Background: an optimization exercise with open tools, aiming at small area, a short achievable clock period and few clock cycles. Do not read the settings as production practice.
RTL that was checked went through simulation tests only; none was proved equivalent to the original.
The RTL of run 4 was laid out without a check of its function.
Power and IR drop assume default switching activity.

**flow/design.v**
```verilog
module pq_engine (
    input  wire         clk,
    input  wire         rst,
    input  wire         cmd_valid,
    output wire         cmd_ready,
    input  wire [4:0]   cmd_k,
    input  wire [4:0]   cmd_x,
    input  wire [4:0]   cmd_y,
    input  wire         cmd_two,
    input  wire         in_valid,
    output wire         in_ready,
    input  wire [127:0] in_data,
    output wire         out_valid,
    input  wire         out_ready,
    output wire [127:0] out_data,
    output wire [4:0]   out_pos
);
    localparam LANES = 16;
    localparam [1:0] S_IDLE = 2'd0,
                     S_LOAD = 2'd1,
                     S_OUT1 = 2'd2,
                     S_OUT2 = 2'd3;
    function [7:0] gf_mul2;
        input [7:0] a;
        begin
            gf_mul2 = {a[6:0], 1'b0} ^ (a[7] ? 8'h1D : 8'h00);
        end
    endfunction
    function [7:0] gf_mul;
        input [7:0] a;
        input [7:0] b;
        integer i;
        reg [7:0] p;
        reg [7:0] t;
        begin
            p = 8'h00;
            t = a;
            for (i = 0; i < 8; i = i + 1) begin
                if (b[i])
                    p = p ^ t;
                t = gf_mul2(t);
            end
            gf_mul = p;
        end
    endfunction
    function [7:0] t_gpow;
        input [4:0] i;
        begin
            t_gpow[0] = (~i[1] & i[2] & i[3] & ~i[4]) | (~i[1] & ~i[2] & i[3] & i[4]) | (i[0] & i[2] & ~i[3] & i[4]) | (~i[0] & ~i[1] & ~i[2] & ~i[4]) | (~i[0] & i[2] & i[3] & ~i[4]) | (~i[0] & i[1] & ~i[2] & ~i[3] & i[4]);
            t_gpow[1] = (i[0] & ~i[1] & ~i[2] & i[3]) | (i[1] & i[2] & i[3] & ~i[4]) | (~i[0] & ~i[2] & i[3] & i[4]) | (i[0] & ~i[1] & ~i[2] & ~i[4]) | (i[0] & i[2] & i[3] & ~i[4]) | (i[0] & i[1] & ~i[2] & ~i[3] & i[4]) | (~i[0] & i[1] & i[2] & ~i[3] & i[4]);
            t_gpow[2] = (~i[0] & ~i[2] & i[4]) | (~i[0] & ~i[2] & i[3]) | (~i[1] & i[2] & i[3] & ~i[4]) | (~i[1] & i[2] & ~i[3] & i[4]) | (~i[0] & i[1] & ~i[2]) | (i[1] & ~i[2] & i[3] & i[4]) | (i[0] & i[1] & i[2] & i[3]);
            t_gpow[3] = (i[0] & i[1] & ~i[2]) | (~i[0] & ~i[1] & i[3]) | (~i[2] & ~i[3] & i[4]) | (i[1] & ~i[3] & i[4]) | (~i[1] & ~i[2] & i[3] & ~i[4]);
            t_gpow[4] = (~i[1] & i[2] & i[4]) | (i[0] & ~i[2] & ~i[3] & i[4]) | (~i[1] & ~i[2] & i[3] & ~i[4]) | (~i[0] & i[1] & i[3] & ~i[4]) | (~i[0] & ~i[1] & i[2] & ~i[3]);
            t_gpow[5] = (~i[0] & i[1] & ~i[3] & i[4]) | (~i[1] & i[2] & ~i[3] & i[4]) | (i[1] & ~i[2] & i[3] & ~i[4]) | (~i[0] & i[1] & i[2] & i[4]) | (i[0] & ~i[2] & i[3] & ~i[4]) | (i[0] & i[1] & i[2] & i[3]) | (i[0] & ~i[1] & i[2] & ~i[3]) | (i[0] & i[2] & i[3] & i[4]);
            t_gpow[6] = (i[1] & i[2] & i[4]) | (i[1] & ~i[2] & i[3] & ~i[4]) | (i[0] & i[2] & ~i[3] & i[4]) | (i[0] & i[1] & ~i[3] & i[4]) | (~i[0] & i[1] & i[2] & ~i[3]) | (~i[0] & ~i[1] & ~i[2] & ~i[3] & i[4]) | (~i[0] & ~i[1] & i[2] & i[3] & ~i[4]);
            t_gpow[7] = (~i[1] & i[2] & i[3] & ~i[4]) | (i[1] & i[2] & ~i[3] & i[4]) | (i[0] & i[1] & i[2] & ~i[3]) | (~i[0] & i[2] & ~i[3] & i[4]) | (i[0] & i[1] & ~i[2] & i[3] & ~i[4]) | (i[0] & ~i[1] & ~i[2] & ~i[3] & i[4]) | (~i[0] & ~i[1] & ~i[2] & i[3] & i[4]);
        end
    endfunction
    function [7:0] t_ginv;
        input [4:0] i;
        begin
            t_ginv[0] = (i[1] & ~i[2] & ~i[3]) | (i[2] & ~i[3] & i[4]) | (~i[0] & ~i[2] & ~i[4]) | (i[0] & i[1] & ~i[3]) | (i[0] & ~i[3] & i[4]) | (i[0] & i[1] & i[4]) | (~i[0] & ~i[1] & i[3] & ~i[4]) | (~i[1] & ~i[2] & i[3] & ~i[4]) | (~i[0] & ~i[1] & ~i[2] & i[3]);
            t_ginv[1] = (~i[3] & i[4]) | (~i[0] & i[1] & ~i[3]) | (~i[1] & ~i[2] & i[3] & ~i[4]) | (i[1] & i[2] & ~i[3]) | (i[0] & ~i[1] & ~i[2] & ~i[4]) | (i[0] & ~i[2] & i[3] & ~i[4]) | (~i[0] & i[1] & ~i[2] & i[4]);
            t_ginv[2] = (i[0] & ~i[1] & ~i[2] & i[3]) | (~i[0] & i[1] & ~i[3] & ~i[4]) | (i[0] & ~i[2] & ~i[3] & ~i[4]) | (~i[0] & ~i[1] & ~i[2] & i[4]) | (i[1] & i[2] & i[3] & i[4]) | (i[0] & ~i[2] & i[3] & i[4]) | (i[0] & ~i[1] & ~i[3] & ~i[4]) | (i[0] & i[1] & i[2] & i[3]) | (i[0] & i[1] & i[2] & i[4]) | (~i[0] & ~i[1] & i[2] & i[3] & ~i[4]);
            t_ginv[3] = (i[0] & i[1] & ~i[2]) | (i[0] & ~i[1] & ~i[3]) | (i[1] & i[3] & ~i[4]) | (i[1] & ~i[2] & i[4]) | (~i[1] & i[2] & ~i[3]) | (i[0] & ~i[2] & ~i[4]) | (i[0] & ~i[3] & ~i[4]) | (~i[0] & i[2] & i[3] & ~i[4]) | (i[0] & i[2] & i[3] & i[4]);
            t_ginv[4] = (~i[0] & i[2] & ~i[4]) | (~i[2] & i[3] & i[4]) | (i[1] & i[2] & ~i[3]) | (~i[0] & ~i[1] & i[3] & i[4]) | (~i[1] & i[2] & i[3] & ~i[4]) | (i[0] & i[1] & ~i[2] & i[3]) | (i[0] & i[2] & ~i[3] & i[4]) | (~i[0] & ~i[1] & ~i[2] & i[4]);
            t_ginv[5] = (i[1] & ~i[2] & i[3]) | (i[2] & ~i[3] & i[4]) | (~i[2] & i[3] & i[4]) | (~i[1] & i[2] & i[3] & ~i[4]) | (i[1] & i[3] & i[4]) | (i[0] & i[1] & i[3]) | (i[0] & i[1] & ~i[2] & ~i[4]) | (i[0] & ~i[1] & i[2] & ~i[4]) | (~i[0] & i[1] & i[2] & ~i[3]);
            t_ginv[6] = (i[2] & ~i[3] & i[4]) | (~i[1] & i[2] & ~i[3]) | (i[0] & ~i[1] & ~i[2] & i[3]) | (~i[0] & i[1] & i[3] & ~i[4]) | (~i[0] & ~i[2] & i[3] & i[4]) | (i[0] & i[2] & i[4]) | (i[0] & i[1] & ~i[3] & i[4]) | (i[1] & ~i[2] & i[3] & ~i[4]) | (~i[0] & i[2] & i[3] & ~i[4]) | (~i[0] & i[1] & ~i[2] & ~i[4]);
            t_ginv[7] = (~i[1] & ~i[2] & i[3]) | (i[2] & ~i[3] & i[4]) | (i[0] & ~i[2] & ~i[4]) | (i[1] & ~i[3] & i[4]) | (~i[2] & i[3] & ~i[4]) | (~i[0] & ~i[1] & i[2] & ~i[3]) | (~i[0] & ~i[1] & i[3] & i[4]) | (i[0] & ~i[1] & i[3] & ~i[4]);
        end
    endfunction
    function [7:0] t_zinv;
        input [4:0] i;
        begin
            t_zinv[0] = (~i[0] & i[1] & ~i[3] & ~i[4]) | (i[0] & i[1] & ~i[2] & ~i[3]) | (i[0] & ~i[1] & i[2] & ~i[3]) | (~i[0] & ~i[1] & ~i[2] & ~i[3]) | (i[0] & i[2] & i[3] & i[4]) | (~i[0] & i[1] & ~i[2] & ~i[4]) | (i[0] & ~i[1] & ~i[2] & i[3] & ~i[4]) | (~i[0] & ~i[1] & i[2] & i[3] & ~i[4]);
            t_zinv[1] = (~i[0] & ~i[2] & i[4]) | (~i[0] & ~i[3] & ~i[4]) | (i[0] & i[1] & i[4]) | (~i[0] & ~i[1] & i[4]) | (~i[2] & i[3] & i[4]) | (~i[0] & i[1] & ~i[2]) | (i[0] & i[1] & i[2] & i[3]);
            t_zinv[2] = (~i[0] & i[1] & ~i[3]) | (i[0] & ~i[3] & ~i[4]) | (~i[1] & ~i[2] & ~i[3]) | (~i[1] & i[2] & i[3] & ~i[4]) | (i[0] & i[1] & ~i[2] & ~i[4]) | (~i[0] & ~i[1] & i[2] & i[3]) | (i[0] & ~i[1] & ~i[2] & i[4]);
            t_zinv[3] = (i[0] & ~i[1] & i[4]) | (i[1] & i[3] & i[4]) | (i[2] & i[3] & i[4]) | (i[0] & ~i[1] & ~i[2] & i[3]) | (i[0] & i[1] & i[2] & i[3]) | (~i[0] & i[1] & ~i[2] & i[3]) | (i[0] & ~i[1] & i[2] & ~i[3]) | (i[0] & i[1] & ~i[2] & ~i[3] & ~i[4]) | (~i[0] & i[1] & i[2] & ~i[3] & ~i[4]);
            t_zinv[4] = (i[1] & i[2] & ~i[3]) | (~i[0] & i[2] & i[4]) | (i[0] & i[1] & ~i[2] & ~i[4]) | (~i[0] & i[1] & ~i[2] & i[3]) | (i[0] & ~i[1] & ~i[2] & ~i[3]) | (~i[0] & i[2] & ~i[3]);
            t_zinv[5] = (i[0] & ~i[1] & ~i[4]) | (i[1] & ~i[2] & i[3]) | (~i[0] & ~i[3] & i[4]) | (~i[0] & ~i[2] & ~i[4]) | (~i[1] & i[2] & ~i[3]) | (i[1] & ~i[2] & i[4]);
            t_zinv[6] = (~i[1] & ~i[3]) | (i[2] & ~i[3] & ~i[4]) | (i[0] & ~i[3] & i[4]) | (~i[0] & i[1] & i[3] & ~i[4]) | (~i[0] & ~i[1] & i[2] & i[4]) | (i[0] & ~i[1] & i[2] & ~i[4]) | (i[1] & ~i[2] & i[3] & ~i[4]);
            t_zinv[7] = (i[0] & ~i[1]) | (i[2] & i[4]) | (~i[0] & i[3] & ~i[4]) | (i[1] & i[3] & i[4]) | (~i[2] & ~i[3] & ~i[4]) | (i[2] & i[3]);
        end
    endfunction
    reg         cb_v;          
    reg         cb_p;          
    reg         cmd_rdy;
    reg [4:0]   cb_k, cb_x, cb_y;
    reg         cb_two;
    assign cmd_ready = cmd_rdy;
    wire cmd_fire = cmd_valid & ~cb_v;      
    wire [4:0] cb_k1   = cb_k + 5'd1;
    wire       cx_data = (cb_x < cb_k);
    wire [4:0] cb_d    = cb_y - cb_x;
    wire       cb_m0   = (cb_x == 5'd0);
    wire       cb_m1   = cb_two & (cb_y == 5'd1);
    wire       cb_qm   = (cb_x == cb_k1) | (cb_two & (cb_y == cb_k1));
    wire       cb_pm   = (cb_x == cb_k) | (cb_two & (cb_y == cb_k));
    wire       cb_dd   = cx_data & cb_two & (cb_y < cb_k);
    wire       cb_dp   = cx_data & cb_two & (cb_y == cb_k);
    wire       cb_dq   = cx_data & cb_two & (cb_y == cb_k1);
    wire       cb_qa   = (cb_x == cb_k1);
    wire [7:0] cb_gx   = t_gpow(cb_x);
    wire [7:0] cb_gix  = t_ginv(cb_x);
    wire [7:0] cb_z    = t_zinv(cb_d);
    reg  [7:0] p_r;
    reg  [2:0] p_n;            
    wire [1:0] p_t = (p_n[1:0] == 2'd0) ? cb_gix[7:6] :
                     (p_n[1:0] == 2'd1) ? cb_gix[5:4] :
                     (p_n[1:0] == 2'd2) ? cb_gix[3:2] : cb_gix[1:0];
    wire [7:0] p_rn  = gf_mul2(gf_mul2(p_r)) ^ (p_t[1] ? gf_mul2(cb_z) : 8'h00) ^
                       (p_t[0] ? cb_z : 8'h00);
    wire       p_rdy = ~cb_dd | p_n[2] | (p_n[1:0] == 2'd3);
    always @(posedge clk) begin
        if (cmd_fire) begin
            p_r <= 8'h00;
            p_n <= 3'd0;
        end else if (~p_n[2]) begin
            p_r <= p_rn;
            p_n <= p_n + 3'd1;
        end
    end
    wire [7:0] l_c   = cb_dd ? p_r : (cb_dp ? cb_gix : 8'h01);
    wire [7:0] l_e   = cb_dq ? cb_gx :
                       cb_dd ? cb_z :
                       (cb_dp | cb_qa) ? 8'h01 : 8'h00;
    wire [7:0] l_c1  = gf_mul2(l_c);
    wire [4:0] l_p0  = cb_m0 ? (cb_m1 ? 5'd2 : 5'd1) : 5'd0;
    wire [7:0] l_cw0 = cb_m0 ? (cb_m1 ? gf_mul2(l_c1) : l_c1) : l_c;
    wire [4:0] l_lp  = cb_qm ? (cb_pm ? cb_k - 5'd1 : cb_k) : cb_k1;
    reg [1:0]   state;
    reg         in_rdy;
    reg [4:0]   k_r, x_r, y_r, lp_r;  
    reg         two_r;
    reg         sh_r;          
    reg         sx;            
    reg [4:0]   pos;           
    reg [7:0]   c_r, e_r;
    reg [7:0]   cw;            
    reg         isp_r, isq_r;  
    reg         last_r;        
    reg         first;         
    reg [127:0] acc_a, acc_x;
    assign in_ready  = in_rdy;
    assign out_valid = state[1];
    assign out_data  = acc_a;
    assign out_pos   = x_r;
    wire consume  = in_valid & (state == S_LOAD);    
    wire out_fire = state[1] & out_ready;
    wire shift    = out_ready & sh_r;
    wire res_done = out_fire & ((state == S_OUT2) | ~two_r);
    wire load_row = cb_p & ((state == S_IDLE) | res_done);
    reg [1:0] state_n;
    always @(*) begin
        state_n = state;
        case (state)
            S_IDLE: if (cb_p) state_n = S_LOAD;
            S_LOAD: if (consume && last_r) state_n = S_OUT1;
            S_OUT1: if (out_ready) state_n = two_r ? S_OUT2 : (cb_p ? S_LOAD : S_IDLE);
            S_OUT2: if (out_ready) state_n = cb_p ? S_LOAD : S_IDLE;
        endcase
    end
    wire cb_v_n = cmd_fire | (cb_v & ~load_row);
    function is_missing;
        input [4:0] p;
        input [4:0] x;
        input [4:0] y;
        input       two;
        begin
            is_missing = (p == x) || (two && (p == y));
        end
    endfunction
    wire [4:0] pos1 = pos + 5'd1;
    wire [4:0] pos2 = pos + 5'd2;
    wire       m1   = is_missing(pos1, x_r, y_r, two_r);
    wire       m2   = is_missing(pos2, x_r, y_r, two_r);
    wire [4:0] pn   = m1 ? (m2 ? pos + 5'd3 : pos2) : pos1;
    wire [7:0] cw1  = gf_mul2(cw);
    wire [7:0] cw2  = gf_mul2(cw1);
    wire [7:0] cwn  = m1 ? (m2 ? gf_mul2(cw2) : cw2) : cw1;
    wire [7:0] w = isq_r ? c_r : (isp_r ? e_r : (cw ^ e_r));
    wire [7:0] wm [0:7];
    assign wm[0] = w;
    genvar gb, gl;
    generate
        for (gb = 1; gb < 8; gb = gb + 1) begin : g_wm
            assign wm[gb] = gf_mul2(wm[gb-1]);
        end
    endgenerate
    wire [127:0] prod;             
    generate
        for (gl = 0; gl < LANES; gl = gl + 1) begin : g_lane
            wire [7:0] d = in_data[8*gl +: 8];
            genvar gj;
            for (gj = 0; gj < 8; gj = gj + 1) begin : g_bit
                wire t0, t1, t2, t3, u0, u1;
                pq_and_xor2 i_t0 (.a0(d[0]), .b0(wm[0][gj]), .a1(d[1]), .b1(wm[1][gj]), .y(t0));
                pq_and_xor2 i_t1 (.a0(d[2]), .b0(wm[2][gj]), .a1(d[3]), .b1(wm[3][gj]), .y(t1));
                pq_and_xor2 i_t2 (.a0(d[4]), .b0(wm[4][gj]), .a1(d[5]), .b1(wm[5][gj]), .y(t2));
                pq_and_xor2 i_t3 (.a0(d[6]), .b0(wm[6][gj]), .a1(d[7]), .b1(wm[7][gj]), .y(t3));
                pq_xor2 i_u0 (.a(t0), .b(t1), .y(u0));
                pq_xor2 i_u1 (.a(t2), .b(t3), .y(u1));
                pq_xor2_en i_p (.a(u0), .b(u1), .en(consume), .y(prod[8*gl + gj]));
            end
        end
    endgenerate
    wire         add_a = consume & ~isq_r;
    wire         selx  = consume & last_r & sx;
    wire         keep  = ~first & ~shift;
    wire [127:0] a_m   = (acc_x & {128{shift}}) | (acc_a & {128{keep}});
    wire [127:0] x_f   = (acc_x & {128{~first}}) ^ prod;
    always @(posedge clk) begin
        acc_a <= a_m ^ (in_data & {128{add_a}}) ^ (x_f & {128{selx}});
        acc_x <= x_f;
        if (cmd_fire) begin
            cb_k   <= cmd_k;
            cb_x   <= cmd_x;
            cb_y   <= cmd_y;
            cb_two <= cmd_two;
        end
        if (load_row) begin
            k_r    <= cb_k;
            x_r    <= cb_x;
            y_r    <= cb_y;
            two_r  <= cb_two;
            lp_r   <= l_lp;
            sx     <= cb_qa | cb_dp | cb_dd;
            c_r    <= l_c;
            e_r    <= l_e;
            pos    <= l_p0;
            cw     <= l_cw0;
            isp_r  <= (l_p0 == cb_k);
            isq_r  <= 1'b0;
            last_r <= (l_p0 == l_lp);
        end else begin
            if (consume) begin
                pos    <= pn;
                cw     <= cwn;
                isp_r  <= (pn == k_r);
                isq_r  <= (pn == k_r + 5'd1);
                last_r <= (pn == lp_r);
            end
            if (shift)
                x_r <= y_r;
        end
        if (rst) begin
            state   <= S_IDLE;
            sh_r    <= 1'b0;
            cb_v    <= 1'b0;
            cb_p    <= 1'b0;
            cmd_rdy <= 1'b1;
            in_rdy  <= 1'b0;
            first   <= 1'b0;
        end else begin
            state   <= state_n;
            sh_r    <= (state_n == S_OUT1) & two_r;
            cb_v    <= cb_v_n;
            cb_p    <= cb_v & ~load_row & p_rdy;
            cmd_rdy <= ~cb_v_n;
            in_rdy  <= (state_n == S_LOAD);
            if (load_row)
                first <= 1'b1;
            else if (consume)
                first <= 1'b0;
        end
    end
endmodule
module pq_and_xor2 (
    input  wire a0,
    input  wire b0,
    input  wire a1,
    input  wire b1,
    output wire y
);
    assign y = (a0 & b0) ^ (a1 & b1);
endmodule
module pq_xor2 (
    input  wire a,
    input  wire b,
    output wire y
);
    assign y = a ^ b;
endmodule
module pq_xor2_en (
    input  wire a,
    input  wire b,
    input  wire en,
    output wire y
);
    assign y = (a ^ b) & en;
endmodule
```
**flow/flow/run.sh**
```bash
#!/bin/bash
# Standard ORFS layout in two calls: synthesis and floorplan with no timing
# repair margin, then placement to the end with timing repair aimed below the
# clock period. Each call's output goes to its own log.
set -euo pipefail
bash standard.sh synth floorplan SETUP_SLACK_MARGIN=0 > orfs_synth_floorplan.log 2>&1
bash standard.sh finish SETUP_SLACK_MARGIN=13.9 "BUFFER_PORTS_ARGS=-buffer_cell sky130_fd_sc_hd__buf_2"  > orfs_place_route.log 2>&1
```
**flow/constraint.sdc**
```tcl
create_clock -name core_clock -period 19.0 [get_ports {clk}]
set_input_delay 3.8000 -clock core_clock [delete_from_list [all_inputs] [get_ports {clk}]]
set_output_delay 3.8000 -clock core_clock [all_outputs]
set_load 0.01 [all_outputs]
```
**flow/config.mk**
```make
export PLATFORM = sky130hd
export DESIGN_NAME = pq_engine
export DESIGN_NICKNAME = pq_engine
export VERILOG_FILES = /design/flow/design.v
export SDC_FILE = /design/flow/constraint.sdc
export NUM_CORES = 8
export LEC_CHECK = 0
export CAP_MARGIN = 20
export CORE_MARGIN = 2
export CORE_UTILIZATION = 70
export CTS_CLUSTER_DIAMETER = 100
export CTS_CLUSTER_SIZE = 20
export SLEW_MARGIN = 20
export SYNTH_HIERARCHICAL = 1
```
**flow/standard.sh**
```bash
#!/bin/bash
# synth_recipe.tcl (not shown) runs the flow's synth.tcl, then flattens the netlist and writes it again
# the make line also repeats each setting of config.mk as NAME=value (left out here)
make -C /OpenROAD-flow-scripts/flow DESIGN_CONFIG=/design/flow/config.mk WORK_HOME=/design/flow/orfs CLKGATE_MAP_FILE= SYNTH_SCRIPT=/design/flow/synth_recipe.tcl "${@:-finish}"
```
==> results of run 1 <==
==> through the flow <==
step / hold WS (ps) / worst slack [ps] / util (%) / instance area [um^2]
3_5_place_dp: 502 / 11730 / 75.1 / 34700
3_3_place_gp: 493 / 11840 / 75.1 / 34700
2_1_floorplan: 421 / 9160 / - / 32600
6_report: 516 / 13930 / 77.4 / 35800
4_1_cts: 514 / 13900 / 77.0 / 35600
5_1_grt: 536 / 13910 / 77.4 / 35800
==> critical path, cell delays in order <==
cell and delay, ps:
buf_2 100, inv_1 50, or2_4 320, inv_12 110
buf_16 200, clkbuf_16 210, and2_1 170, xnor2_1 240
nand4_1 140, xnor2_1 180
==> routing by layer <==
metal | vias to the layer above | wire length, um
met2 | 1603 | 44800
met3 | 285 | 9600
met5 | - | 25
met4 | 4 | 3980
met1 | 14400 | 41000
li1 | 14200 | -
==> modules after synthesis, one instance, submodules excluded <==
module	area, um^2	flops+latches
pq_engine	20200	345
pq_and_xor2	16.3	0
pq_xor2_en	15.0	0
pq_xor2	8.76	0
==> layout make-up <==
| class | count | share of cell area (%) |
|---|---|---|
| Multi-Input combinational cell | 3730 | 68.3 |
| Sequential cell | 345 | 21.2 |
| Timing Repair Buffer | 342 | 6.07 |
| Tap cell | 607 | 2.12 |
| Clock buffer | 26 | 1.52 |
| Inverter | 40 | 0.489 |
| Antenna cell | 12 | 0.0839 |
| Clock inverter | 3 | 0.0804 |
| Timing Repair inverter | 3 | 0.0734 |
==> cells by family (layout without fill, tap and decap cells) <==
| logic type | after synthesis | count (layout) | share of synthesized area (%) |
|---|---|---|---|
| xor gates and xnor gates | 1405 | 1405 | 38.4 |
| buffers and inverters | 207 | 414 | 2.55 |
| DFF | 345 | 345 | 23.3 |
| and+or+nand+nor | 1932 | 1934 | 27.7 |
| AOI/OAI and AO/OA | 357 | 357 | 6.90 |
| adders and majority gates | 27 | 27 | 1.05 |
| other | 0 | 12 | 0 |
| muxes | 7 | 7 | 0.218 |
==> what timing repair did <==
action,CTS,global route
resized for setup,33,20
gates cloned,8,4
buffers inserted,0,1
endpoints found under the setup margin,234,103
pin swaps,1,0
==> state kept, by name, indices dropped and copies added, names as in the netlist, 8 cells and up <==
| register | count |
|---|---|
| acc_a | 128 |
| c_r | 8 |
| e_r | 8 |
| acc_x | 128 |
| p_r | 8 |
| cw | 8 |
==> layout by cell type, fill, tap and decap left out, types with 10 or more instances in the layout <==
cell / count
edfxtp_1: 69
inv_1: 32
xnor2_2: 12
nand2_1: 1226
xor2_1: 1052
nand3_1: 23
buf_4: 37
nor2_1: 61
nor3_1: 16
o21ai_0: 51
nand2b_1: 143
diode_2: 12
dfxtp_1: 274
a21oi_1: 173
buf_2: 284
o22ai_1: 18
o211ai_1: 15
xnor3_1: 10
xnor2_1: 318
nor2b_1: 20
ha_1: 25
and2_1: 134
and3_1: 10
clkbuf_16: 24
nor3b_1: 131
nand4_1: 134
==> Yosys cell counts, types with 4 or more instances <==
| cell | number |
|---|---|
| a211oi_1 | 7 |
| a21oi_1 | 174 |
| a221oi_1 | 4 |
| a22o_1 | 8 |
| a22oi_1 | 4 |
| a31oi_1 | 6 |
| a32o_1 | 4 |
| and2_1 | 135 |
| and3_1 | 10 |
| buf_1 | 9 |
| buf_2 | 20 |
| clkbuf_1 | 132 |
| dfxtp_1 | 276 |
| edfxtp_1 | 69 |
| ha_1 | 25 |
| inv_1 | 38 |
| mux2i_1 | 6 |
| nand2_1 | 1226 |
| nand2b_1 | 143 |
| nand3_1 | 23 |
| nand3b_1 | 4 |
| nand4_1 | 134 |
| nor2_1 | 62 |
| nor2b_1 | 21 |
| nor3_1 | 16 |
| nor3b_1 | 131 |
| nor4_1 | 5 |
| o211ai_1 | 15 |
| o21a_1 | 9 |
| o21ai_0 | 53 |
| o21ai_1 | 4 |
| o221ai_1 | 4 |
| o22ai_1 | 18 |
| o31ai_1 | 4 |
| or2_2 | 6 |
| xnor2_1 | 329 |
| xnor3_1 | 10 |
| xor2_1 | 1060 |
==> how the worst min path moves through the flow <==
stage	endpoint	from	slack (ps)
after floorplan	k_r[2]	cb_k[2]	420
after global placement	p_r[5]	p_r[5]	490
after detailed placement	p_r[5]	p_r[5]	500
after CTS	p_r[5]	p_r[5]	510
after global routing	acc_x[63]	acc_x[63]	540
final	p_r[5]	p_r[5]	520
==> power by group through the flow <==
stage,Combinational (W),Sequential [W],Clock (W)
after CTS,0.00249,0.00113,0.000479
after global placement,0.00243,0.00114,0
after global routing,0.00276,0.00116,0.000506
final,0.00255,0.00114,0.000478
after detailed placement,0.00247,0.00115,0
after floorplan,0.00186,0.00113,0
==> out/results.tsv, run 1 <==
stage	metric	value	unit
pwr	Leakage Power	14.4	nW
die	Die Wd	220	um
layout	area occupied by multi-input gates	0.0245	mm^2
routing	DR WL/cell	19.5	um
clock_network	cts hold-fix bufs	0	
pwr	clock power share	11.5	%
routing	Remaining DRCs	0	
routing	via/cell ratio	5.97	
routing	Detail Route Antenna Nets	0	
logic_synthesis	Synth Flop Type	dfxtp_1	
critical_path	CP Launch Type	input pin	
critical_path	internal reg-to-reg setup slack	14150	ps
clock_network	Clock Latency Late Sink	590	ps
pwr	switching portion of total power	46.6	%
critical_path	WP data required	19470	ps
die	Die ar.	0.0484	mm^2
sta	min Tclk post-route	5070	ps
sta	Rel. slew slack	26.1	%
grt	grt met2 use	63.4	%
die	die span in y	220	um
sta	Worst Tran Pin Value	1110	ps
logic_synthesis	Seq cells post-synth	345	
clock_network	Root Buffer Master	clkbuf_16	
pwr	Power Density	116	mW/mm^2
logic_synthesis	Synth cell types	87	
layout	proportion of layout cells with a drive suffix above 1	9.85	%
grt	first-pass GRT wire length	153000	um
pwr	Comb power frac	61.2	%
die	io pins	285	
sta	Clock Skew	28.7	ps
logic_synthesis	Synth async-reset ratio	0	%
die	row count	79	
layout	Final nets	4658	
clock_network	Clock transition at path regs	90	ps
layout	final cell count without fillers	5108	
critical_path	crit path capture	acc_a[52]	
grt	largest net degree at the start of global routing	96	
sta	Final TNS setup	0	ps
clock_network	clk sinks	345	
clock_network	htree depth	1	
logic_synthesis	number of cells produced by synthesis	4280	
pwr	total power	0.00416	W
layout	fillcell total	3586	
clock_network	CTS buffer count	21	
routing	Via Count	30500	
pwr	IR drop worst, VDD	0.115	mV
critical_path	Crit. End Element	flop	
die	Initial Utilization	70.6	%
place	gpl congestion	0.890	
critical_path	r2r endpoint	acc_a[58]	
pwr	Internal Power	0.00222	W
critical_path	worst-path fanout max	20	
layout	area delta synth->final	9.69	%
critical_path	critical path startpoint	in_valid	
sta	final worst path period share	26.7	%
logic_synthesis	Synth area leaders	xor2_1 28%, dfxtp_1 17%, nand2_1 14%, xnor2_1 8.8%, edfxtp_1 6.3%	
pwr	sw power	0.00194	W
critical_path	Reg2Reg Launch Point	isp_r	
critical_path	R2R cell count	17	
place	placed insts	5053	
grt	vias in the first global route	28200	
pwr	sequential share of power	27.3	%
die	Core ar.	0.0463	mm^2
logic_synthesis	EDFF count, synth	69	
grt	met1 Use GR	53.9	%
routing	final WL	99400	um
grt	met3 GRT Util	5.99	%
clock_network	CTS max path bufs	3	
grt	global route overflow	0	
critical_path	crit path DAT	5540	ps
logic_synthesis	share of the yosys chip area belonging to registers	23.3	%
sta	f_max	197	MHz
layout	Seq. cell area	0.00760	mm^2
run	MaxCap Viol Count	0	
logic_synthesis	top cell type's share of synthesized area	28.4	%
logic_synthesis	syn nets	4455	
sta	final setup fails	0	
min_path	worst hold stages	2	
sta	max-slew violations	0	
routing	1st-iter DRT viols	3451	
sta	Final Hold Vio Count	0	
grt	Most Crowded Layer GR	met2	
place	Buffers on Ports	284	
critical_path	Worst Path Class, Setup	input pin to flop	
logic_synthesis	Avg Cell Area, Syn	7.63	um^2
logic_synthesis	Synth Warn #	7	
place	post-DP HPWL	59700	um
logic_synthesis	Post-Syn Area	0.0326	mm^2
sta	RSZ-0062 raised after global routing	no	
grt	initial antenna violation count	14	
clock_network	TritonCTS clock tree	yes	
outcome	status	finished clean	
min_path	HP Class	flop to flop	
grt	Total GRT Usage	39.7	%
routing	TritonRoute pass-1 iters	5	
logic_synthesis	leading area contributor after synthesis	xor2_1	
Testbench counts, summed over its fixed seeds: cycles 8,513.
==> run 2: changes to the inputs <==
--- a/flow/flow/run.sh
+++ b/flow/flow/run.sh
@@ -5,3 +5,3 @@
 set -euo pipefail
 bash standard.sh synth floorplan SETUP_SLACK_MARGIN=0 > orfs_synth_floorplan.log 2>&1
-bash standard.sh finish SETUP_SLACK_MARGIN=13.9 "BUFFER_PORTS_ARGS=-buffer_cell sky130_fd_sc_hd__buf_2"  > orfs_place_route.log 2>&1
+bash standard.sh finish SETUP_SLACK_MARGIN=14.0 "BUFFER_PORTS_ARGS=-buffer_cell sky130_fd_sc_hd__buf_1"  > orfs_place_route.log 2>&1
==> run 2 against run 1 <==
Compared with the run above: flip-flop and latch count unchanged; worst hold slack better by 1.3 ps; setup slack improved by 61 ps; sequential power hardly changed; core utilization is 0.72 points higher; non-clock buffer count increased by 8; largest cell class unchanged; synthesized cell count unchanged; clock-buffer cell count stayed put; design area is 0.93% higher; still clean; power up 0.12%; register-to-register slack improved by 80 ps.
==> out/results.tsv, run 2 <==
stage	metric	value	unit	change
layout	biggest regs	acc_a: 128 flops, acc_x: 128 flops		
sta	Clock Skew	15.9	ps	-12.8 ps
critical_path	CP max stage cell	or2_4		
grt	vias in the first global route	28500		+1.0%
logic_synthesis	EDFF count, synth	69		unchanged
grt	global route overflow	0		unchanged
logic_synthesis	top cell type's share of synthesized area	28.4	%	unchanged
routing	met2 wire len	46200	um	+3.3%
layout	fillcell total	3515		-2.0%
logic_synthesis	Synth cell types	87		unchanged
die	die span in y	220	um	unchanged
critical_path	worst path cell trace	buf_1, inv_1, or2_4, nor2_4, buf_12, buf_16, nand2_1, xor2_1, xnor2_1		
critical_path	Worst Path Class, Setup	input pin to flop		
logic_synthesis	share of the yosys chip area belonging to registers	23.3	%	unchanged
sta	PnR worst setup slack	13990	ps	+60.9 ps
critical_path	crit path DAT	5520	ps	-20 ps
routing	1st-iter DRT viols	3575		+3.6%
clock_network	Clock transition at path regs	90	ps	about the same
place	gpl congestion	0.891		about the same
place	post-DP HPWL	59500	um	-0.35%
layout	final cell count without fillers	5111		+0.059%
layout	area occupied by multi-input gates	0.0247	mm^2	+0.90%
outcome	status	finished clean		
critical_path	r2r endpoint	acc_a[115]		
min_path	Hold EP	acc_x[125]		
sta	min Tclk post-route	5010	ps	-60.9 ps
min_path	HP Start	acc_x[125]		
grt	largest net degree at the start of global routing	102		+6.3%
critical_path	CP peak stage delay	320	ps	about the same
critical_path	Crit. End Element	flop		
layout	commonest non-fill, non-tap cells in the layout	1221 x nand2_1, 1039 x xor2_1, 308 x xnor2_1, 269 x dfxtp_1, 173 x a21oi_1		
critical_path	Buf/Inv on CP	4		-1
pwr	Leakage Power	14.0	nW	-2.4%
clock_network	CTS max path bufs	3		unchanged
layout	commonest non-fill, non-tap cell in the layout	nand2_1		
sta	f_max	200	MHz	+1.2%
die	Die Wd	220	um	unchanged
critical_path	internal reg-to-reg setup slack	14230	ps	+80 ps
logic_synthesis	most frequent cell after synthesis	nand2_1		
routing	Detail Route Antenna Nets	0		unchanged
critical_path	WP data required	19510	ps	+40 ps
routing	final WL	103000	um	+3.5%
routing	Via Count	30800		+0.99%
grt	initial antenna violation count	6		-8
die	Core ar.	0.0463	mm^2	unchanged
layout	Final nets	4667		+0.19%
place	dpl ws	12470	ps	+740 ps
sta	Final Hold Vio Count	0		unchanged
clock_network	clk sinks	345		unchanged
place	placed insts	5049		-0.079%
sta	Worst Tran Pin Value	1180	ps	+72.9 ps
critical_path	Reg2Reg Launch Point	cw[7]		
clock_network	Clock Latency Late Sink	580	ps	about the same
clock_network	htree depth	1		unchanged
routing	met1 WL	41000	um	about the same
min_path	HP Class	flop to flop		
min_path	worst hold stages	2		unchanged
pwr	Power Density	115	mW/mm^2	-0.80%
routing	Remaining DRCs	0		unchanged
logic_synthesis	number of cells produced by synthesis	4280		unchanged
routing	metal3 WL	10800	um	+13%
sta	max-slew violations	0		unchanged
run	MaxCap Viol Count	0		unchanged
logic_synthesis	Avg Cell Area, Syn	7.63	um^2	unchanged
logic_synthesis	Synth Flop Type	dfxtp_1		
logic_synthesis	Seq cells post-synth	345		unchanged
die	Initial Utilization	70.6	%	unchanged
sta	Final TNS setup	0	ps	unchanged
sta	Rel. slew slack	21.3	%	-4.9 points
grt	Total GRT Usage	40.6	%	+0.90 points
die	Die ar.	0.0484	mm^2	unchanged
routing	DR WL/cell	20.1	um	+3.4%
place	Buffers on Ports	284		unchanged
critical_path	CP Launch Type	input pin		
routing	Top Layer Used	met5		
logic_synthesis	Synth Warn #	7		unchanged
logic_synthesis	syn nets	4455		unchanged
logic_synthesis	Synth area leaders	xor2_1 28%, dfxtp_1 17%, nand2_1 14%, xnor2_1 8.8%, edfxtp_1 6.3%		
logic_synthesis	leading area contributor after synthesis	xor2_1		
logic_synthesis	Synth async-reset ratio	0	%	unchanged
critical_path	cell family with most CP delay	simple AND/OR/NAND/NOR gates		
clock_network	Root Buffer Master	clkbuf_16		
layout	proportion of layout cells with a drive suffix above 1	7.51	%	-2.3 points
layout	Seq. cell area	0.00761	mm^2	about the same
critical_path	worst-path fanout max	37		+85%
layout	area delta synth->final	10.7	%	
sta	final setup fails	0		unchanged
critical_path	R2R cell count	18		+1
sta	final worst path period share	26.4	%	-0.32 points
logic_synthesis	most common library cells after synthesis	1226 x nand2_1, 1060 x xor2_1, 329 x xnor2_1		
die	io pins	285		unchanged
pwr	IR drop worst, VDD	0.103	mV	-10%
grt	first-pass GRT wire length	156000	um	+2.2%
routing	TritonRoute pass-1 iters	5		unchanged
clock_network	CTS buffer count	21		unchanged
sta	RSZ-0062 raised after global routing	yes		
die	row count	79		unchanged
routing	via/cell ratio	6.02		+0.94%
clock_network	TritonCTS clock tree	yes		
clock_network	cts hold-fix bufs	0		unchanged
logic_synthesis	Post-Syn Area	0.0326	mm^2	unchanged
-- run 2: layout make-up --
class                      instances  area share, %
multi-input combinational       3732           68.3
antenna                            6         0.0415
inverter                          40          0.540
sequential                       345           21.1
timing repair buffer             350           6.31
tap                              607           2.10
timing repair inverter             2         0.0623
clock inverter                     3         0.0762
clock buffer                      26           1.51
-- run 2: modules after synthesis, one instance, submodules excluded --
module / cells inside / flip-flops and latches / times used
pq_engine: 2232 / 345 / 1
pq_xor2: 1 / 0 / 256
pq_xor2_en: 2 / 0 / 128
pq_and_xor2: 3 / 0 / 512
-- run 2: repair_timing --
| action | in CTS | in global routing |
|---|---|---|
| pin swaps | 1 | 107 |
| buffers inserted | 5 | 7 |
| resized for setup | 138 | 206 |
| cloned | 10 | 4 |
| setup endpoints to repair | 262 | 168 |
-- run 2: worst max path at each step --
stage	end	slack, ps	startpoint	depth (start not counted)
final	acc_a[115]	13990	in_valid	9
after global placement	acc_a[118]	12550	in_valid	9
after global routing	acc_a[118]	13940	in_data[113]	9
after CTS	out_data[5]	14000	acc_a[5]	1
after detailed placement	acc_a[115]	12470	in_valid	9
after floorplan	acc_a[124]	9160	cw[2]	15
-- run 2: worst reg2reg max path, stage by stage (launching register included) --
cell and delay, ps:
edfxtp_1 620, nor2b_1 220, xnor2_1 130, nor2_1 60, a21oi_2 370, xnor2_2 150
xnor2_2 180, xnor2_2 340, buf_8 590, xor2_2 180, buf_4 340, nand2_2 90
xor2_1 170, xor2_1 210, xor2_1 320, and2_4 220, xnor2_2 120, nand4_1 140
xnor2_1 190
-- run 2: power by group --
part / leakage [nW] / switching (W) / internal, W
Clock: 0.275 / 0.000271 / 0.000204
Sequential: 2.92 / 0.000160 / 0.000985
Combinational: 10.8 / 0.00152 / 0.00103
-- run 2: metrics by stage --
step	hold WS, ps	cell area, um^2	total power (W)	utilization, %
6_report	517	36100	0.00417	78.1
5_1_grt	534	36100	0.00443	78.1
4_1_cts	517	35400	0.00408	76.6
3_5_place_dp	503	34300	0.00359	74.2
3_3_place_gp	496	34300	0.00356	74.2
2_1_floorplan	421	32600	0.00299	-
-- run 2: kinds of logic (layout without fill, tap and decap cells) --
| logic type | count (synthesis) | count (layout) | synth area share (%) |
|---|---|---|---|
| AO/OA/AOI/OAI | 357 | 357 | 6.90 |
| AND/OR/NAND/NOR | 1932 | 1935 | 27.7 |
| other | 0 | 6 | 0 |
| XOR/XNOR | 1405 | 1406 | 38.4 |
| flip-flops | 345 | 345 | 23.3 |
| adder cells (fa/ha/maj) | 27 | 27 | 1.05 |
| buffers and inverters | 207 | 421 | 2.55 |
| multiplexers | 7 | 7 | 0.218 |
-- run 2: layer usage --
metal	global-route usage (%)	vias to the layer above
li1	-	14200
met1	54.4	14500
met2	64.1	1707
met3	6.63	321
met4	18.6	2
met5	0	-
==> run 3: changes to the inputs <==
--- a/flow/flow/run.sh
+++ b/flow/flow/run.sh
@@ -5,3 +5,3 @@
 set -euo pipefail
 bash standard.sh synth floorplan SETUP_SLACK_MARGIN=0 > orfs_synth_floorplan.log 2>&1
-bash standard.sh finish SETUP_SLACK_MARGIN=14.0 "BUFFER_PORTS_ARGS=-buffer_cell sky130_fd_sc_hd__buf_1"  > orfs_place_route.log 2>&1
+bash standard.sh finish SETUP_SLACK_MARGIN=14.0 "BUFFER_PORTS_ARGS=-buffer_cell sky130_fd_sc_hd__buf_2"  > orfs_place_route.log 2>&1
==> run 3 against run 2 <==
Compared with the run above: still clean on timing, DRC and antenna; cell count rose by 0.31%; clock skew rose by 15 ps; non-clock buffer count rose by 13; maximum frequency rose by 0.31%; first-iteration DRC count rose by 1.5%; synthesized area did not move; clock power barely moved; die area did not move; critical endpoint is now out_pos[1]; highest routed layer unchanged.
==> out/results.tsv, run 3 <==
stage	metric	value	unit	change
outcome	status	finished clean		
die	io pins	285		unchanged
clock_network	Root Buffer Master	clkbuf_16		
critical_path	Buf/Inv on CP	1		-3
critical_path	cell family with most CP delay	flip-flops		
logic_synthesis	Synth async-reset ratio	0	%	unchanged
die	Core ar.	0.0463	mm^2	unchanged
critical_path	Crit. End Element	output port		
layout	commonest non-fill, non-tap cell in the layout	nand2_1		
sta	Final TNS setup	0	ps	unchanged
run	MaxCap Viol Count	0		unchanged
pwr	Leakage Power	14.6	nW	+4.0%
critical_path	CP peak stage delay	440	ps	+120 ps
place	Buffers on Ports	284		unchanged
logic_synthesis	Avg Cell Area, Syn	7.63	um^2	unchanged
layout	area delta synth->final	10.9	%	
critical_path	Worst Path Class, Setup	flop to output port		
sta	Worst Tran Pin Value	1110	ps	-72.1 ps
critical_path	worst-path fanout max	3		-92%
grt	global route overflow	0		unchanged
layout	biggest regs	acc_a: 128 flops, acc_x: 128 flops		
logic_synthesis	top cell type's share of synthesized area	28.4	%	unchanged
logic_synthesis	Synth area leaders	xor2_1 28%, dfxtp_1 17%, nand2_1 14%, xnor2_1 8.8%, edfxtp_1 6.3%		
routing	Via Count	30700		-0.40%
sta	Clock Skew	30.5	ps	+14.7 ps
die	Die ar.	0.0484	mm^2	unchanged
logic_synthesis	number of cells produced by synthesis	4280		unchanged
grt	first-pass GRT wire length	154000	um	-1.6%
critical_path	CP max stage cell	edfxtp_1		
routing	Detail Route Antenna Nets	0		unchanged
logic_synthesis	most common library cells after synthesis	1226 x nand2_1, 1060 x xor2_1, 329 x xnor2_1		
place	Post-DP Area	0.0347	mm^2	+1.1%
grt	Total GRT Usage	40.0	%	-0.62 points
layout	Final Cell Area	0.0362	mm^2	+0.19%
place	placed insts	5053		+0.079%
critical_path	crit path DAT	1190	ps	-4330 ps
logic_synthesis	Post-Syn Area	0.0326	mm^2	unchanged
sta	RSZ-0062 raised after global routing	yes		
clock_network	CTS max path bufs	3		unchanged
clock_network	cts hold-fix bufs	0		unchanged
logic_synthesis	most frequent cell after synthesis	nand2_1		
logic_synthesis	Synth Warn #	7		unchanged
die	Die Wd	220	um	unchanged
pwr	IR drop worst, VDD	0.114	mV	+11%
logic_synthesis	leading area contributor after synthesis	xor2_1		
sta	max-slew violations	0		unchanged
sta	f_max	200	MHz	+0.31%
logic_synthesis	Seq cells post-synth	345		unchanged
place	gpl congestion	0.890		about the same
sta	Final Hold Vio Count	0		unchanged
clock_network	Clock transition at path regs	90	ps	about the same
pwr	Power Density	116	mW/mm^2	+0.19%
logic_synthesis	Synth Flop Type	dfxtp_1		
layout	commonest non-fill, non-tap cells in the layout	1226 x nand2_1, 1050 x xor2_1, 310 x xnor2_1, 269 x dfxtp_1, 245 x buf_2		
sta	Rel. slew slack	26.1	%	+4.8 points
sta	final setup fails	0		unchanged
logic_synthesis	syn nets	4455		unchanged
grt	met3 GRT Util	5.62	%	-1.0 points
grt	grt met2 use	63.5	%	-0.58 points
routing	TritonRoute pass-1 iters	6		+1
grt	Most Crowded Layer GR	met2		
sta	final worst path period share	26.3	%	-0.083 points
die	die span in y	220	um	unchanged
layout	fillcell total	3520		+0.14%
layout	proportion of layout cells with a drive suffix above 1	10.7	%	+3.2 points
layout	Seq. cell area	0.00761	mm^2	unchanged
clock_network	htree depth	1		unchanged
routing	via/cell ratio	5.98		-0.71%
grt	vias in the first global route	28200		-0.82%
min_path	HP Class	flop to flop		
critical_path	CP Launch Type	flop		
logic_synthesis	EDFF count, synth	69		unchanged
die	row count	79		unchanged
place	post-DP HPWL	59700	um	+0.35%
grt	met1 Use GR	54.7	%	+0.36 points
critical_path	worst path cell trace	buf_2		
sta	hold_ws	518	ps	+0.265 ps
layout	area occupied by multi-input gates	0.0245	mm^2	-0.60%
sta	min Tclk post-route	4990	ps	-15.7 ps
grt	largest net degree at the start of global routing	96		-5.9%
layout	final cell count without fillers	5127		+0.31%
routing	final WL	101000	um	-2.2%
clock_network	CTS buffer count	21		unchanged
logic_synthesis	share of the yosys chip area belonging to registers	23.3	%	unchanged
layout	Final nets	4679		+0.26%
routing	DR WL/cell	19.6	um	-2.6%
routing	Remaining DRCs	0		unchanged
critical_path	WP data required	15200	ps	-4310 ps
logic_synthesis	Synth cell types	87		unchanged
clock_network	TritonCTS clock tree	yes		
clock_network	Clock Latency Late Sink	590	ps	about the same
grt	initial antenna violation count	12		+6
routing	1st-iter DRT viols	3629		+1.5%
die	Initial Utilization	70.6	%	unchanged
clock_network	clk sinks	345		unchanged
## run 3: cell counts after synthesis
Identical to the previous run, type by type.
## run 3: logic make-up after synthesis
| group | Yosys count | synth area share (%) |
|---|---|---|
| adders and majority gates | 27 | 1.05 |
| DFF | 345 | 23.3 |
| and+or+nand+nor | 1932 | 27.7 |
| muxes | 7 | 0.218 |
| AOI/OAI and AO/OA | 357 | 6.90 |
| xor gates and xnor gates | 1405 | 38.4 |
| buffers and inverters | 207 | 2.55 |
## run 3: cell type report
class | count | share of cell area [%]
antenna | 10 | 0.0691
clock buffer | 26 | 1.50
clock inverter | 3 | 0.0795
inverter | 40 | 0.501
multi-input combinational | 3730 | 67.8
sequential | 345 | 21.0
tap | 607 | 2.10
timing repair buffer | 363 | 6.89
timing repair inverter | 3 | 0.0726
## run 3: per-stage QoR
stage               setup WS [ps]  utilization [%]  power [W]
floorplan                    9160                -    0.00299
global placement            11840             75.1    0.00357
detailed placement          11730             75.1    0.00362
CTS                         13970             77.3    0.00411
global route                13940             78.3    0.00445
finish                      14010             78.3    0.00418
## run 3: Yosys stat by module (local to each module, per instance)
module,flops+latches,cells,copies in the design,cell area (um^2)
pq_and_xor2,0,3,512,16.3
pq_xor2,0,1,256,8.76
pq_xor2_en,0,2,128,15.0
pq_engine,345,2232,1,20200
## run 3: worst paths after layout
check	from	endpoint	slack (ps)	depth (start not counted)
worst max-delay path	x_r[1]	out_pos[1]	14010	1
worst min-delay path	p_r[0]	p_r[0]	520	2
worst max register to register	cw[6]	acc_a[60]	14200	16
worst min register to register	p_r[0]	p_r[0]	520	2
## run 3: what timing repair did
action                     CTS  global route
setup buffers                6            14
setup endpoints to repair  249           121
pin swaps                    2            53
cloned                      11             3
gates resized for setup     42            77
## run 3: worst register-to-register path: cells and delay by family (launching register included)
kind | cells | cell delay, ps
XOR/XNOR | 9 | 2600
AND/OR/NAND/NOR | 5 | 890
flip-flops | 1 | 560
buffers and inverters | 1 | 490
AO/OA/AOI/OAI | 1 | 130
## run 3: routing by layer
metal | wire length [um] | vias up
li1 | - | 14300
met1 | 41200 | 14400
met2 | 45400 | 1660
met3 | 10000 | 280
met4 | 3930 | 2
met5 | 17 | -
## run 3: power breakdown
part | leakage, nW | internal, W | switching (W) | total [W]
registers | 2.92 | 0.000985 | 0.000155 | 0.00114
logic | 11.4 | 0.00105 | 0.00152 | 0.00257
clock network | 0.279 | 0.000205 | 0.000273 | 0.000478
total | 14.6 | 0.00224 | 0.00195 | 0.00418
==> run 4: changes to the inputs <==
--- a/flow/design.v
+++ b/flow/design.v
@@ -89,5 +89,5 @@
     reg         cb_two;
     assign cmd_ready = cmd_rdy;
-    wire cmd_fire = cmd_valid & ~cb_v;      
+    wire cmd_fire = cmd_valid & cmd_rdy;
     wire [4:0] cb_k1   = cb_k + 5'd1;
     wire       cx_data = (cb_x < cb_k);
@@ -146,5 +146,5 @@
     assign out_data  = acc_a;
     assign out_pos   = x_r;
-    wire consume  = in_valid & (state == S_LOAD);    
+    wire consume  = in_valid & in_rdy;
     wire out_fire = state[1] & out_ready;
     wire shift    = out_ready & sh_r;
@@ -188,5 +188,5 @@
         end
     endgenerate
-    wire [127:0] prod;             
+    wire [127:0] prod;
     generate
         for (gl = 0; gl < LANES; gl = gl + 1) begin : g_lane
@@ -201,5 +201,5 @@
                 pq_xor2 i_u0 (.a(t0), .b(t1), .y(u0));
                 pq_xor2 i_u1 (.a(t2), .b(t3), .y(u1));
-                pq_xor2_en i_p (.a(u0), .b(u1), .en(consume), .y(prod[8*gl + gj]));
+                pq_xor2 i_p  (.a(u0), .b(u1), .y(prod[8*gl + gj]));
             end
         end
@@ -212,5 +212,6 @@
     always @(posedge clk) begin
         acc_a <= a_m ^ (in_data & {128{add_a}}) ^ (x_f & {128{selx}});
-        acc_x <= x_f;
+        if (consume)
+            acc_x <= x_f;
         if (cmd_fire) begin
             cb_k   <= cmd_k;
@@ -249,5 +250,5 @@
             cb_v    <= 1'b0;
             cb_p    <= 1'b0;
-            cmd_rdy <= 1'b1;
+            cmd_rdy <= 1'b0;
             in_rdy  <= 1'b0;
             first   <= 1'b0;
@@ -282,10 +283,2 @@
     assign y = a ^ b;
 endmodule
-module pq_xor2_en (
-    input  wire a,
-    input  wire b,
-    input  wire en,
-    output wire y
-);
-    assign y = (a ^ b) & en;
-endmodule
==> run 4 against run 3 <==
Compared with the run above: still clean; sequential power up 5%; combinational power up 12%; routed wire length is 1.0% higher; die area up 1.1%; register-to-register slack got worse by 30 ps; clock skew shrank 11 ps; global-route usage down 0.38 points; power up 9.6%.
==> out/results.tsv, run 4 <==
stage	metric	value	unit	change
sta	f_max	200	MHz	-0.12%
logic_synthesis	Post-Syn Area	0.0330	mm^2	+1.1%
grt	vias in the first global route	28900		+2.4%
place	post-DP HPWL	60300	um	+1.0%
critical_path	Worst Path Class, Setup	flop to output port		
layout	proportion of layout cells with a drive suffix above 1	10.2	%	-0.50 points
run	MaxCap Viol Count	0		unchanged
routing	via/cell ratio	6.07		+1.4%
clock_network	htree depth	1		unchanged
grt	initial antenna violation count	5		-7
sta	RSZ-0062 raised after global routing	yes		
sta	Rel. slew slack	26.2	%	+0.12 points
routing	Remaining DRCs	0		unchanged
routing	DR WL/cell	20.2	um	+3.2%
sta	Final Hold Vio Count	0		unchanged
grt	global route overflow	0		unchanged
logic_synthesis	top cell type's share of synthesized area	28.3	%	-0.15 points
place	gpl congestion	0.917		+3.0%
critical_path	Reg2Reg Launch Point	cw[7]		
sta	PnR worst setup slack	14000	ps	-5.80 ps
sta	Worst Tran Pin Value	1100	ps	-6.04 ps
routing	1st-iter DRT viols	3507		-3.4%
critical_path	CP Launch Type	flop		
pwr	sequential share of power	26.3	%	-0.9 points
layout	commonest non-fill, non-tap cell in the layout	nand2_1		
pwr	switching portion of total power	45.5	%	-1.0 points
logic_synthesis	most frequent cell after synthesis	nand2_1		
routing	Detail Route Antenna Nets	0		unchanged
critical_path	worst path cell trace	buf_2		
layout	commonest non-fill, non-tap cells in the layout	1220 x nand2_1, 1057 x xor2_1, 319 x xnor2_1, 283 x buf_2, 197 x edfxtp_1		
critical_path	R2R cell count	15		-1
critical_path	WP data required	15200	ps	about the same
logic_synthesis	Avg Cell Area, Syn	7.91	um^2	+3.8%
die	Die ar.	0.0489	mm^2	+1.1%
die	Core ar.	0.0466	mm^2	+0.64%
place	dpl ws	11880	ps	+143 ps
logic_synthesis	share of the yosys chip area belonging to registers	26.9	%	+3.6 points
layout	fillcell total	3440		-2.3%
sta	Clock Skew	19.6	ps	-10.9 ps
critical_path	worst-path fanout max	2		-1
sta	Final TNS setup	0	ps	unchanged
logic_synthesis	Synth async-reset ratio	0	%	unchanged
clock_network	CTS buffer count	21		unchanged
routing	TritonRoute pass-1 iters	6		unchanged
pwr	Internal Power	0.00250	W	+12%
logic_synthesis	EDFF count, synth	197		+190%
critical_path	CP peak stage delay	450	ps	about the same
clock_network	Clock transition at path regs	90	ps	about the same
min_path	worst hold stages	2		unchanged
routing	Via Count	30400		-0.70%
clock_network	clk sinks	345		unchanged
critical_path	cell family with most CP delay	flip-flops		
logic_synthesis	syn nets	4345		-2.5%
routing	final WL	102000	um	+1.0%
logic_synthesis	Synth area leaders	xor2_1 28%, edfxtp_1 18%, nand2_1 14%, dfxtp_1 9.0%, xnor2_1 8.8%		
routing	Top Layer Used	met5		
die	Initial Utilization	70.9	%	+0.32 points
min_path	Hold EP	p_r[5]		
critical_path	internal reg-to-reg setup slack	14170	ps	-30 ps
clock_network	Clock Latency Late Sink	570	ps	-20 ps
pwr	clock power share	11.0	%	-0.4 points
sta	min Tclk post-route	5000	ps	+5.80 ps
routing	metal3 WL	10900	um	+9.0%
logic_synthesis	Synth Warn #	7		unchanged
layout	area delta synth->final	10.3	%	
sta	max-slew violations	0		unchanged
clock_network	CTS max path bufs	3		unchanged
logic_synthesis	Seq cells post-synth	345		unchanged
pwr	sw power	0.00209	W	+7.1%
clock_network	TritonCTS clock tree	yes		
critical_path	crit path DAT	1200	ps	about the same
logic_synthesis	Synth Flop Type	edfxtp_1		
critical_path	Buf/Inv on CP	1		unchanged
logic_synthesis	most common library cells after synthesis	1221 x nand2_1, 1066 x xor2_1, 330 x xnor2_1		
layout	Final nets	4570		-2.3%
logic_synthesis	number of cells produced by synthesis	4170		-2.6%
layout	biggest regs	acc_a: 128 flops, acc_x: 128 flops		
min_path	HP Class	flop to flop		
outcome	status	finished clean		
logic_synthesis	Synth cell types	87		unchanged
clock_network	Root Buffer Master	clkbuf_16		
place	Buffers on Ports	284		unchanged
pwr	Comb power frac	62.8	%	+1.4 points
critical_path	Crit. End Element	output port		
critical_path	CP max stage cell	dfxtp_1		
min_path	HP Start	p_r[5]		
die	row count	79		unchanged
sta	final setup fails	0		unchanged
sta	final worst path period share	26.3	%	+0.031 points
pwr	Power Density	126	mW/mm^2	+9.1%
grt	Total GRT Usage	39.6	%	-0.38 points
die	io pins	285		unchanged
die	die span in y	221	um	+0.54%
pwr	Leakage Power	14.5	nW	-0.50%
layout	fin util	78.2	%	-0.11 points
routing	met1 WL	40100	um	-2.5%
die	Die Wd	221	um	+0.54%
logic_synthesis	leading area contributor after synthesis	xor2_1		
routing	met2 wire len	46100	um	+1.6%
critical_path	r2r endpoint	acc_a[80]		
grt	largest net degree at the start of global routing	97		+1.0%
grt	first-pass GRT wire length	158000	um	+2.5%
pwr	IR drop worst, VDD	0.130	mV	+14%
-- run 4: cell types whose count changed after synthesis, sizes merged, moves of 9 or more --
cell / delta
o22ai: -9
edfxtp: +128
nand3: +130
dfxtp: -128
and2: -126
nor2: +9
nand4: -124
-- run 4: layer usage --
| layer | track usage [%] | up-vias |
|---|---|---|
| met3 | 6.43 | 304 |
| met4 | 17.6 | 2 |
| met2 | 63.4 | 1755 |
| met1 | 52.9 | 14400 |
| li1 | - | 14000 |
| met5 | 0 | - |
-- run 4: worst max path at each step --
stage | start | endpoint | slack, ps | cells after the start
finish | acc_a[9] | out_data[9] | 14000 | 1
global route | in_data[84] | acc_a[80] | 13960 | 8
CTS | in_rdy | in_ready | 13850 | 1
detailed placement | out_ready | acc_a[11] | 11880 | 8
global placement | out_ready | acc_a[107] | 12010 | 8
floorplan | cw[2] | acc_a[100] | 9430 | 14
-- run 4: kinds of logic after synthesis --
| group | after synthesis | synth area share, % |
|---|---|---|
| muxes | 12 | 0.409 |
| adders and majority gates | 27 | 1.04 |
| buffers and inverters | 197 | 2.34 |
| and+or+nand+nor | 1816 | 24.7 |
| AOI/OAI and AO/OA | 366 | 6.85 |
| xor gates and xnor gates | 1407 | 37.8 |
| DFF | 345 | 26.9 |
-- run 4: power by group through the flow --
stage	clock (W)	sequential, W	combinational [W]
global route	0.000529	0.00122	0.00311
CTS	0.000505	0.00120	0.00281
floorplan	0	0.00123	0.00208
detailed placement	0	0.00121	0.00278
finish	0.000504	0.00120	0.00288
global placement	0	0.00121	0.00272
-- run 4: cell type report --
cell class | count | area [um^2] | area share (%)
Sequential cell | 345 | 8890 | 24.4
Multi-Input combinational cell | 3634 | 23700 | 65.0
Tap cell | 607 | 759 | 2.09
Clock inverter | 2 | 38.8 | 0.107
Antenna cell | 4 | 10.0 | 0.0275
Timing Repair Buffer | 349 | 2230 | 6.12
Inverter | 44 | 198 | 0.543
Clock buffer | 34 | 596 | 1.64
-- run 4: through the flow --
step                      cell area [um^2]  std cells  hold slack (ps)  total power (W)
after floorplan                      33000       4170              421          0.00331
after global placement               35100       4951              507          0.00393
after detailed placement             35100       4951              528          0.00399
after CTS                            36200       5006              543          0.00452
after global routing                 36400       5019              576          0.00485
final                                36400       5019              539          0.00459
-- run 4: tightest hold or removal path: stages, from the launching register on --
cell,delay (ps)
dfxtp_1,340
nor2_1,100
a211oi_1,60
-- run 4: what timing repair did --
| item | 4_1_cts | 5_1_grt |
|---|---|---|
| endpoints found under the hold margin | 0 | 0 |
| hold buffers | 0 | 0 |
| resized for setup | 36 | 19 |
| setup buffers | 9 | 4 |
| gates cloned | 10 | 5 |
| pin swaps | 4 | 5 |
| setup endpoints to repair | 234 | 252 |
-- run 4: modules after synthesis, one instance, submodules excluded --
| module | copies in the design | area [um^2] | flops+latches |
|---|---|---|---|
| pq_engine | 1 | 21300 | 345 |
| pq_xor2 | 384 | 8.76 | 0 |
| pq_and_xor2 | 512 | 16.3 | 0 |

## port drivers added, routing unchanged
The flow's constraints put no driver on any port. The routed layouts listed below were extracted and timed again, unchanged, in two steps. Step 1, drivers: a clkbuf_16 drives clk and a buf_2 each remaining input, both assumed. Step 2, shift: input delay + t, output delay - t, t = (earliest + latest rising clock arrival at the registers) / 2. This alone moves slack from input paths to output paths. Three values: ideal, step 1, step 2; two values: the first two.
| run | t (ns) | slack for setup (ns) | latest minus earliest clock arrival (ns) |
|---|---|---|---|
| run 1 | 0.637 | 13.931 / 13.887 / 13.334 | 0.028 / 0.029 |
| run 2 | 0.633 | 13.992 / 13.949 / 13.398 | 0.019 / 0.018 |
| run 3 | 0.637 | 14.008 / 13.949 / 13.384 | 0.031 / 0.031 |
| run 4 | 0.626 | 14.002 / 13.938 / 13.422 | 0.019 / 0.020 |
After both steps every run listed still meets setup and hold. For run 3, which loses most, drivers alone change the setup slack by -0.059 ns; drivers and shift together by -0.624 ns.
